What follows belongs to an exercise in optimizing a design on an open flow for small area; a production flow would make more cautious choices. The RTL was checked by simulation tests, not by an equivalence proof against the original design. Power and IR drop assume default switching activity.

alpha:
Design zpx_rtc, start of the top module:
module zpx_rtc (
    input  wire        clk,
    input  wire        rst,
    input  wire        tick,
    input  wire        cmd_valid,
    input  wire [1:0]  cmd_op,
    input  wire [63:0] cmd_fields,
    input  wire [47:0] cmd_arg,
    input  wire        temp_valid,
    input  wire [11:0] temp,
    output wire [63:0] cal_fields,
    output reg  [14:0] subsec,
    output reg         time_valid,
    output wire        date_suspect,
    output reg         alarm0,
    output reg         alarm1,
    output reg  [8:0]  trim_n,
    output reg  [8:0]  trim_n_eval
);
    reg [7:0] sec, mnt, hour, day, month, year, cent;
    reg [3:0] wday;
    assign cal_fields = {cent, year, month, day, 4'd0, wday, hour, mnt, sec};
    wire mo_feb = (month[7:4] == 4'd0) && (month[3:0] == 4'd2);
    wire mo_30  = ((month[7:4] == 4'd0) && (month[3:0] == 4'd4 || month[3:0] == 4'd6 ||
                                             month[3:0] == 4'd9 || month[3:0] == 4'd11)) ||
                  ((month[7:4] == 4'd1) && (month[3:0] == 4'd1));
    wire y4     = !year[0] && (year[1] == year[4]);
    wire c4     = !cent[0] && (cent[1] == cent[4]);
    wire leap   = y4 && ((year != 8'd0) || c4);
    wire [3:0] dt = day[7:4], du = day[3:0];
    wire c_day  = (dt >= 4'd4) ||
  ...
clock: 120.0 ns
lec_check: 0
cap_margin: 20
core_margin: 2
core_utilization: 65
slew_margin: 20
standard.sh (not shown) runs the stock make flow with config.mk's settings and CLKGATE_MAP_FILE= SYNTH_SCRIPT=/design/flow/synth_recipe.tcl, a recipe that flattens the netlist after the stock synthesis.
==> flow/flow/run.sh <==
#!/bin/bash
# The standard layout (standard.sh), with three ORFS knobs changed:
#  - synthesis maps logic with flow/abc_area.script (ABC's &deepsyn logic optimization,
#    then area-recovering mapping with the delay target relaxed; the clock period is
#    120 ns), through a copy of the ORFS scripts folder whose abc_speed.script is
#    replaced; flip-flop mapping is unchanged;
#  - port buffers use the smallest buffer cell (every port still gets its buffer);
#  - clock tree synthesis clusters up to 10 sinks within 50 um per clkbuf_4, with
#    no dummy loads.
# Each tool's full output stays in orfs/logs/; make's own output goes to flow_make.log.
set -euo pipefail
here=$(pwd)
rm -rf "$here/scripts"
cp -r "$FLOW_HOME/scripts" "$here/scripts"
cp "$here/flow/abc_area.script" "$here/scripts/abc_speed.script"
export SCRIPTS_DIR="$here/scripts"
export BUFFER_PORTS_ARGS="-buffer_cell sky130_fd_sc_hd__buf_1"
export CTS_ARGS="-sink_clustering_enable -repair_clock_nets -dont_use_dummy_load -buf_list sky130_fd_sc_hd__clkbuf_4 -sink_clustering_size 10 -sink_clustering_max_diameter 50"
bash standard.sh > flow_make.log 2>&1
==> flow/flow/abc_area.script <==
&get -n
&st
&deepsyn -T 120
&st
&dch -f
&nf -R 1000 -p -a -F 8 -A 4
&put
topo
alpha has completed all stages; timing, DRC and antenna checks passed.
What beta does differently from alpha at the input level:
--- a/flow/flow/run.sh
+++ b/flow/flow/run.sh
@@ -6,5 +6,5 @@
 #    replaced; flip-flop mapping is unchanged;
 #  - port buffers use the smallest buffer cell (every port still gets its buffer);
-#  - clock tree synthesis clusters up to 10 sinks within 50 um per clkbuf_4, with
+#  - clock tree synthesis clusters up to 8 sinks within 40 um per clkbuf_4, with
 #    no dummy loads.
 # Each tool's full output stays in orfs/logs/; make's own output goes to flow_make.log.
@@ -16,4 +16,4 @@
 export SCRIPTS_DIR="$here/scripts"
 export BUFFER_PORTS_ARGS="-buffer_cell sky130_fd_sc_hd__buf_1"
-export CTS_ARGS="-sink_clustering_enable -repair_clock_nets -dont_use_dummy_load -buf_list sky130_fd_sc_hd__clkbuf_4 -sink_clustering_size 10 -sink_clustering_max_diameter 50"
+export CTS_ARGS="-sink_clustering_enable -repair_clock_nets -dont_use_dummy_load -buf_list sky130_fd_sc_hd__clkbuf_4 -sink_clustering_size 8 -sink_clustering_max_diameter 40"
 bash standard.sh > flow_make.log 2>&1
## What came out
- Endpoint required time on the critical path sits higher in beta than in alpha.
- Period utilization of alpha is on par with beta.
- Compared with alpha, in beta average wire per standard cell neither gained nor lost much, share of power burned in combinational logic closely matched the old numbers.
- Relative to alpha, the final worst clock skew of beta is higher by 0.047 ns.
- beta -> alpha: adder-cell area share of the yosys netlist flat

========
sierra:
zpx_rtc again, from the RTL that the note above started with.
Settings: LEC_CHECK=0, CAP_MARGIN=20, CORE_MARGIN=2, CORE_UTILIZATION=65, SLEW_MARGIN=20; clock period 120.0 ns.
==> flow/flow/run.sh <==
#!/bin/bash
# The standard layout (standard.sh), with three ORFS knobs changed:
#  - synthesis maps logic with flow/abc_area.script (area-recovering ABC mapping with the
#    delay target relaxed; the clock period is 120 ns), through a copy of the ORFS scripts
#    folder whose abc_speed.script is replaced; flip-flop mapping is unchanged;
#  - port buffers use the smallest buffer cell (every port still gets its buffer);
#  - clock tree synthesis clusters up to 15 sinks within 60 um per clkbuf_8, with
#    no dummy loads.
# Each tool's full output stays in orfs/logs/; make's own output goes to flow_make.log.
set -euo pipefail
here=$(pwd)
rm -rf "$here/scripts"
cp -r "$FLOW_HOME/scripts" "$here/scripts"
cp "$here/flow/abc_area.script" "$here/scripts/abc_speed.script"
export SCRIPTS_DIR="$here/scripts"
export BUFFER_PORTS_ARGS="-buffer_cell sky130_fd_sc_hd__buf_1"
export CTS_ARGS="-sink_clustering_enable -repair_clock_nets -dont_use_dummy_load -buf_list sky130_fd_sc_hd__clkbuf_8 -sink_clustering_size 15 -sink_clustering_max_diameter 60"
bash standard.sh > flow_make.log 2>&1
==> flow/flow/abc_area.script <==
&get -n
&st
&dch
&nf -R 1000
&st
&syn2
&dch
&nf -R 1000
&st
&dch -f
&nf -R 1000 -p -a
&put
topo
What xenon does differently from sierra at the input level:
diff --git a/flow/flow/run.sh b/flow/flow/run.sh
--- a/flow/flow/run.sh
+++ b/flow/flow/run.sh
@@ -6,3 +6,3 @@
 #  - port buffers use the smallest buffer cell (every port still gets its buffer);
-#  - clock tree synthesis clusters up to 15 sinks within 60 um per clkbuf_8, with
+#  - clock tree synthesis clusters up to 8 sinks within 40 um per clkbuf_4, with
 #    no dummy loads.
@@ -16,3 +16,3 @@
 export BUFFER_PORTS_ARGS="-buffer_cell sky130_fd_sc_hd__buf_1"
-export CTS_ARGS="-sink_clustering_enable -repair_clock_nets -dont_use_dummy_load -buf_list sky130_fd_sc_hd__clkbuf_8 -sink_clustering_size 15 -sink_clustering_max_diameter 60"
+export CTS_ARGS="-sink_clustering_enable -repair_clock_nets -dont_use_dummy_load -buf_list sky130_fd_sc_hd__clkbuf_4 -sink_clustering_size 8 -sink_clustering_max_diameter 40"
 bash standard.sh > flow_make.log 2>&1
==> flow/flow/abc_area.script <==
&get -n
&st
&dch
&nf -R 1000
&st
&syn2
&dch
&nf -R 1000
&st
&dch -f
&nf -R 1000 -p -a -F 8 -A 4
&st
&syn2
&dch -f
&nf -R 1000 -p -a -F 8 -A 4
&put
topo
==> comparison <==
xenon finished end to end and its layout was clean on timing, DRC and antenna.
Taking sierra as the reference, in xenon antenna diode count has decreased; clock distribution area overhead in the final layout went down; proportion of power drawn by the clock network shows a reduction of 0.7 points; part of the total power dissipated in combinational logic shows a reduction of 1.1 points; number of signal-net inverters in the final layout went up 6.

-- static timing again, ports no longer ideal --
No port has a modelled driver above. Below, the same layouts with a new extraction and two added sets of constraints. Step 1 sets driving cells, clkbuf_16 on the clock port and buf_2 on the other inputs (assumed; they add their load-dependent delay and slew). Step 2 moves the port delays by t, midway between the first and last clock arrival at a register: inputs arrive t later, outputs are due t later. That takes back most of the time a late clock gives input paths. Slacks: no drivers / after step 1 / after step 2; pairs: no drivers / after step 1.
run	t (ns)	setup slack, ns	worst setup path at the end	latest minus earliest clock arrival (ns)	pins driven straight from the clock port
alpha	0.693	89.540 / 89.553 / 88.860	input to register	0.042 / 0.043	1
beta	0.721	89.573 / 89.589 / 88.868	input to register	0.085 / 0.085	1
sierra	0.579	88.964 / 88.991 / 88.412	input to register	0.045 / 0.045	1
xenon	0.736	88.770 / 88.740 / 88.004	input to register	0.041 / 0.041	1
After both steps setup and hold are still met in every run listed. For xenon, which loses most, drivers alone change the setup slack by -0.030 ns; drivers and shift together by -0.766 ns.
